This design comes from an exercise in tuning for small area on the open sky130 flow, not from production work.
Function was checked by simulation only, so behaviour that the tests miss may differ from the original.
Power and IR drop assume default switching activity.

==> design.v <==
module evman_alu_unit (
    input  wire        clk,
    input  wire        rst,
    input  wire [31:0] o,        
    input  wire        trig,
    input  wire [4:0]  code,     
    input  wire [31:0] t,
    input  wire        sat,
    output reg  [31:0] res,
    output reg         ov
);
    wire signed [31:0] so = o;
    wire signed [31:0] st = t;
    wire        t_big = |t[31:5];            
    wire signed [32:0] add_x = {so[31], so} + {st[31], st};
    wire signed [32:0] sub_x = {so[31], so} - {st[31], st};
    wire signed [32:0] neg_x = -{st[31], st};
    wire signed [32:0] abs_x = st[31] ? -{st[31], st} : {st[31], st};
    function [32:0] fit32;      
        input [32:0] x;
        input        s;
        begin
            if (x[32] != x[31])
                fit32 = {1'b1, s ? (x[32] ? 32'h8000_0000 : 32'h7FFF_FFFF) : x[31:0]};
            else
                fit32 = {1'b0, x[31:0]};
        end
    endfunction
    function [16:0] fit16;      
        input [16:0] x;
        input        s;
        begin
            if (x[16] != x[15])
                fit16 = {1'b1, s ? (x[16] ? 16'h8000 : 16'h7FFF) : x[15:0]};
            else
                fit16 = {1'b0, x[15:0]};
        end
    endfunction
    wire [16:0] add2_h = {o[31], o[31:16]} + {t[31], t[31:16]};
    wire [16:0] add2_l = {o[15], o[15:0]} + {t[15], t[15:0]};
    wire [16:0] sub2_h = {o[31], o[31:16]} - {t[31], t[31:16]};
    wire [16:0] sub2_l = {o[15], o[15:0]} - {t[15], t[15:0]};
    wire [16:0] neg2_h = -{t[31], t[31:16]};
    wire [16:0] neg2_l = -{t[15], t[15:0]};
    wire [16:0] add2_hf = fit16(add2_h, sat);
    wire [16:0] add2_lf = fit16(add2_l, sat);
    wire [16:0] sub2_hf = fit16(sub2_h, sat);
    wire [16:0] sub2_lf = fit16(sub2_l, sat);
    wire [16:0] neg2_hf = fit16(neg2_h, sat);
    wire [16:0] neg2_lf = fit16(neg2_l, sat);
    wire [31:0] shl_r = t_big ? 32'd0 : (o << t[4:0]);
    wire [31:0] shr_r = t_big ? 32'd0 : (o >> t[4:0]);
    wire signed [31:0] sar_s = so >>> t[4:0];
    wire [31:0] sar_r = t_big ? {32{o[31]}} : sar_s;
    wire [31:0] rol_r = (o << t[4:0]) | (o >> (6'd32 - {1'b0, t[4:0]}));
    wire [63:0] sls_w  = {{32{o[31]}}, o} << t[4:0];
    wire        sls_in = (sls_w[63:31] == {33{o[31]}});
    reg  [32:0] sls_r;       
    always @(*) begin
        if (o == 32'd0)
            sls_r = 33'd0;
        else if (!t_big && sls_in)
            sls_r = {1'b0, sls_w[31:0]};
        else if (sat)
            sls_r = {1'b1, o[31] ? 32'h8000_0000 : 32'h7FFF_FFFF};
        else
            sls_r = {1'b1, t_big ? 32'd0 : sls_w[31:0]};
    end
    reg [5:0] clz_r;
    integer i;
    always @(*) begin
        clz_r = 6'd32;
        for (i = 0; i < 32; i = i + 1)
            if (t[i]) clz_r = 6'd31 - i[5:0];
    end
    wire [31:0] ext_sh = o >> t[12:8];
    wire [31:0] ext_r  = (t[5:0] == 6'd0) ? 32'd0 :
                         (t[5]) ? ext_sh : (ext_sh & ((32'd1 << t[4:0]) - 32'd1));
    reg [31:0] r;
    reg        r_ov;
    always @(*) begin
        r_ov = 1'b0;
        case (code)
            5'h01: {r_ov, r} = fit32(add_x, sat);
            5'h02: {r_ov, r} = fit32(sub_x, sat);
            5'h03: r = o & t;
            5'h04: r = o | t;
            5'h05: r = o ^ t;
            5'h06: r = o & ~t;
            5'h07: r = t;
            5'h08: {r_ov, r} = fit32(neg_x, sat);
            5'h09: {r_ov, r} = fit32(abs_x, sat);
            5'h0A: r = ~t;
            5'h0B: r = shl_r;
            5'h0C: r = shr_r;
            5'h0D: r = sar_r;
            5'h0E: {r_ov, r} = sls_r;
            5'h0F: r = rol_r;
            5'h10: r = (so <= st) ? o : t;
            5'h11: r = (so >= st) ? o : t;
            5'h12: r = (o <= t) ? o : t;
            5'h13: r = (o >= t) ? o : t;
            5'h14: r = {31'd0, o == t};
            5'h15: r = {31'd0, o != t};
            5'h16: r = {31'd0, so < st};
            5'h17: r = {31'd0, so <= st};
            5'h18: r = {31'd0, o < t};
            5'h19: r = {31'd0, o <= t};
            5'h1A: begin r = {add2_hf[15:0], add2_lf[15:0]}; r_ov = add2_hf[16] | add2_lf[16]; end
            5'h1B: begin r = {sub2_hf[15:0], sub2_lf[15:0]}; r_ov = sub2_hf[16] | sub2_lf[16]; end
            5'h1C: begin r = {neg2_hf[15:0], neg2_lf[15:0]}; r_ov = neg2_hf[16] | neg2_lf[16]; end
            5'h1D: r = {26'd0, clz_r};
            5'h1E: r = {t[7:0], t[15:8], t[23:16], t[31:24]};
            5'h1F: r = ext_r;
            default: r = 32'd0;
        endcase
    end
    always @(posedge clk) begin
        if (rst) begin
            res <= 32'd0;
            ov  <= 1'b0;
        end else begin
            ov <= 1'b0;
            if (trig && code != 5'd0) begin
                res <= r;
                ov  <= r_ov;
            end
        end
    end
endmodule
module evman_alu (
    input  wire        clk,
    input  wire        rst,
    input  wire [63:0] alu_o,      
    input  wire [1:0]  trig,
    input  wire [9:0]  code,       
    input  wire [63:0] t,
    input  wire [1:0]  sat,
    output wire [63:0] res,        
    output wire [1:0]  ov
);
    genvar n;
    generate
        for (n = 0; n < 2; n = n + 1) begin : alu
            evman_alu_unit u_alu (
                .clk  (clk),
                .rst  (rst),
                .o    (alu_o[32*n +: 32]),
                .trig (trig[n]),
                .code (code[5*n +: 5]),
                .t    (t[32*n +: 32]),
                .sat  (sat[n]),
                .res  (res[32*n +: 32]),
                .ov   (ov[n])
            );
        end
    endgenerate
endmodule
==> run.sh <==
#!/bin/bash
# synth_recipe.tcl (not shown) runs the flow's synth.tcl, then flattens the netlist and writes it again
# the make line also repeats each setting of config.mk as NAME=value (left out here)
make -C /OpenROAD-flow-scripts/flow DESIGN_CONFIG=/design/flow/config.mk WORK_HOME=/design/flow/orfs CLKGATE_MAP_FILE= SYNTH_SCRIPT=/design/flow/synth_recipe.tcl finish
==> config.mk <==
export PLATFORM = sky130hd
export DESIGN_NAME = evman_alu
export DESIGN_NICKNAME = evman_alu
export VERILOG_FILES = /design/flow/design.v
export SDC_FILE = /design/flow/constraint.sdc
export NUM_CORES = 4
export LEC_CHECK = 0
export CAP_MARGIN = 20
export CORE_MARGIN = 2
export CORE_UTILIZATION = 25
export PLACE_DENSITY = 0.45
export SLEW_MARGIN = 20
==> constraint.sdc <==
create_clock -name core_clock -period 8.0 [get_ports {clk}]
set_input_delay 1.6000 -clock core_clock [delete_from_list [all_inputs] [get_ports {clk}]]
set_output_delay 1.6000 -clock core_clock [all_outputs]
set_load 0.01 [all_outputs]
==> impl_metrics.ini <==
[synthesis]
syn_nets = 7359
synth_edf_count = 0
synth_seq_cells = 66
yosys_most_used_dff = dfxtp_1
synth_cell_types = 96
ys_warn_count = 1
synth_area_sq_mm = 0.0471
synthArstFlopShare_pct = 0
synth_cells = 6989
synth_area_per_cell_sq_um = 6.75
yosysSeqAreaShare_pct = 2.80

[detailed_routing]
wl_per_cell_um = 49.1
vias = 70400
avgViaCountPerCell = 7.10
wirelength_um = 487000
drc = 0
final_antenna_net_count = 0
firstDrtPassIters = 10
drt_iter0_markers = 13300

[floorplanning]
die_area_sq_mm = 0.192
dieHeight_um = 438
coreArea_sq_mm = 0.188
initial_core_util_pct = 25.1
die_x_um = 438
rows = 159
pin_count = 210

[setup_path]
r2r_slack_ps = 6910
r2r-start = alu[1].u_alu.res[28]$_SDFFE_PP0P_
worstRegToRegCells = 2
path_class = input pin to register
crit_required_ps = 8330
worstReg2RegEnd = alu[1].u_alu.res[28]$_SDFFE_PP0P_
start_kind = input pin
cp.arrival_ps = 8060
crit_path_max_fanout = 16
cp-endpoint = alu[0].u_alu.res[9]$_SDFFE_PP0P_
end_kind = register
critPathLaunch = t[25]

[timing]
timing.hold.ws_ps = 505
min_period_ps = 7730
fmax_mhz = 129
fin_crit_sh_pct = 96.6
worstMarginPinSlew_ps = 1400
grt_setup_unrepaired = no
skew_ps = 0
final-hold-violation-count = 0
drv_slew = 0
setup_viol_count_final = 0
setup-tns-final_ps = 0
maxSlewHeadroom_pct = 5.75
finalWorstSetupSlack_ps = 272

[global_route]
antenna_found_initial = 72
first_global_vias = 62700
grt_max_degree = 95
grt_overflow = 0
grt_pass1_wl_um = 628000
track_usage_pct = 48.3

[clock_network]
cts-root-buf = clkbuf_16
cts_made_buffers = 9
cts.path.max_buffers = 2
cts.sinks = 66
clkTransAtPathRegs_ps = 80
hold_buffers = 0
cts_tree = yes
post-cts-setup-buffers = 0
insertion_delay_ps = 450
cts_resized = 0
cts_htree_levels = 3

[layout]
final_nets = 7737
area_growth_syn_to_layout_pct = 20.7
num-fill-cells = 20900
drive_above_1_share_pct = 19.0

[run_status]
status = no timing/DRC/antenna violations

[power_and_ir_drop]
ir_drop_uv = 140
p_leak_nw = 21.2
powerDensity_mw_per_mm2 = 105

[place]
pre_cts_ws_ps = 4.33
dp_hpwl_um = 391000
globalplace.congestion = 1.17
io_buffers = 209

[hold_path]
worstHoldPathType = register to register

[flow_run]
maxCapViolations = 0
-- cell type report --
class                      instances  area [sq um]  share of cell area [%]
clock buffer                      10           239                   0.420
timing repair buffer            1075          8660                    15.2
tap                             2495          3120                    5.48
multi-input combinational       5987         42500                    74.6
clock inverter                     6           138                   0.242
inverter                         228           856                    1.50
antenna                           48           120                   0.211
sequential                        66          1320                    2.32
-- cells by family after synthesis --
kind of cell	share of synthesized area, %
compound gates	34.6
xor+xnor	6.13
fa+ha+maj	6.13
buf+inv	7.73
flops	2.80
mux	18.5
simple gates	24.1
-- cells in the mapped netlist (76+ instances only) --
library cell	number	area, sq um
a31oi_1	97	607
clkbuf_1	557	2090
nand2_1	687	2580
a211oi_1	138	1040
ha_1	218	2730
nor4_1	117	732
o21ai_0	517	2590
nor2_1	678	2540
nor3_1	185	926
a22oi_1	79	593
mux2i_1	227	2270
mux2_2	87	980
o211ai_1	133	998
mux4_2	243	5470
xnor2_1	302	2650
a221oi_1	76	666
nand3_1	186	931
o22ai_1	81	507
a21oi_1	660	3300
inv_1	195	732
buf_1	96	360
-- where the power goes --
group	total [mW]	switching, mW	internal, mW
clock	0.596	0.251	0.345
combinational	5.00	3.46	1.54
sequential	0.405	0.0464	0.359
total	6.00	3.76	2.25
-- sequential cells by signal (all words and copies together) (netlist names) --
signal / cells
alu.u_alu.ov: 2
alu.u_alu.res: 64
-- stage by stage --
stage	std cells	utilization [%]	power [mW]	area, sq um
finish	9915	30.3	6.00	56900
global placement	9845	30.0	5.11	56300
global route	9883	30.3	6.00	56800
detailed placement	9847	30.1	5.07	56400
CTS	9863	30.3	5.68	56800
floorplan	6989	-	2.73	47100
-- worst max-delay path: stages --
cell and delay, ps:
clkdlybuf4s50_1 890, inv_1 490, ha_1 680, or4_1 690
nor3_1 610, and3_1 280, nand4_1 400, nand2_1 200
o311ai_1 140, and2_1 240, or3_1 380, or2_2 600
buf_4 300, a22oi_1 340, a211oi_1 130
-- cell usage in the layout (no fill, tap or decap), types with 97 or more instances in the layout --
cell type | netlist | layout
nor2_1 | 678 | 668
a211oi_1 | 138 | 136
nand2_1 | 687 | 687
nand3_1 | 186 | 186
nor4_1 | 117 | 109
buf_4 | 15 | 855
inv_1 | 195 | 193
mux2i_1 | 227 | 227
xnor2_1 | 302 | 300
o211ai_1 | 133 | 133
ha_1 | 218 | 217
clkdlybuf4s50_1 | 0 | 184
a31oi_1 | 97 | 97
o21ai_0 | 517 | 504
nor3_1 | 185 | 177
mux4_2 | 243 | 243
a21oi_1 | 660 | 656
-- worst min-delay path by stage --
stage                                                 start                                end  slack (ps)  cells after the start
final                     alu[0].u_alu.res[21]$_SDFFE_PP0P_  alu[0].u_alu.res[21]$_SDFFE_PP0P_         500                      2
after global routing      alu[0].u_alu.res[26]$_SDFFE_PP0P_  alu[0].u_alu.res[26]$_SDFFE_PP0P_         530                      2
after CTS                 alu[0].u_alu.res[21]$_SDFFE_PP0P_  alu[0].u_alu.res[21]$_SDFFE_PP0P_         510                      2
after detailed placement  alu[1].u_alu.res[12]$_SDFFE_PP0P_  alu[1].u_alu.res[12]$_SDFFE_PP0P_         490                      2
after global placement     alu[1].u_alu.res[6]$_SDFFE_PP0P_   alu[1].u_alu.res[6]$_SDFFE_PP0P_         490                      2
after floorplan           alu[0].u_alu.res[25]$_SDFFE_PP0P_  alu[0].u_alu.res[25]$_SDFFE_PP0P_         520                      2
-- routing by layer --
metal	vias up	part of all wire [%]	track usage, %
met5	-	0.089	0.844
met4	62	5.2	20.2
met3	1068	15	21.8
met2	6221	37	63.5
met1	35700	42	66.6
li1	27300	-	-

[re-timing with driven ports]
The results above use ideal ports. As a check the final layout listed here was re-extracted and re-timed, cells and wires unchanged. Step 1, drivers: a clkbuf_16 drives clk and a buf_2 each remaining input, both assumed. Step 2 also shifts input and output timing later by t, the mid clock arrival at the registers, as if the neighbouring blocks saw the same clock. Slacks: ideal / step 1 / step 2; pairs: ideal / step 1.
t, ns: 0.530
setup WS [ns]: 0.272 / 0.322 / -0.208
worst slew at a driven data input, ns: 0.14
pins driven straight from the clock port: 1
With both steps, setup timing fails in this run, where it was met with ideal ports. For this run, drivers alone change the setup slack by +0.050 ns; drivers and shift together by -0.480 ns.
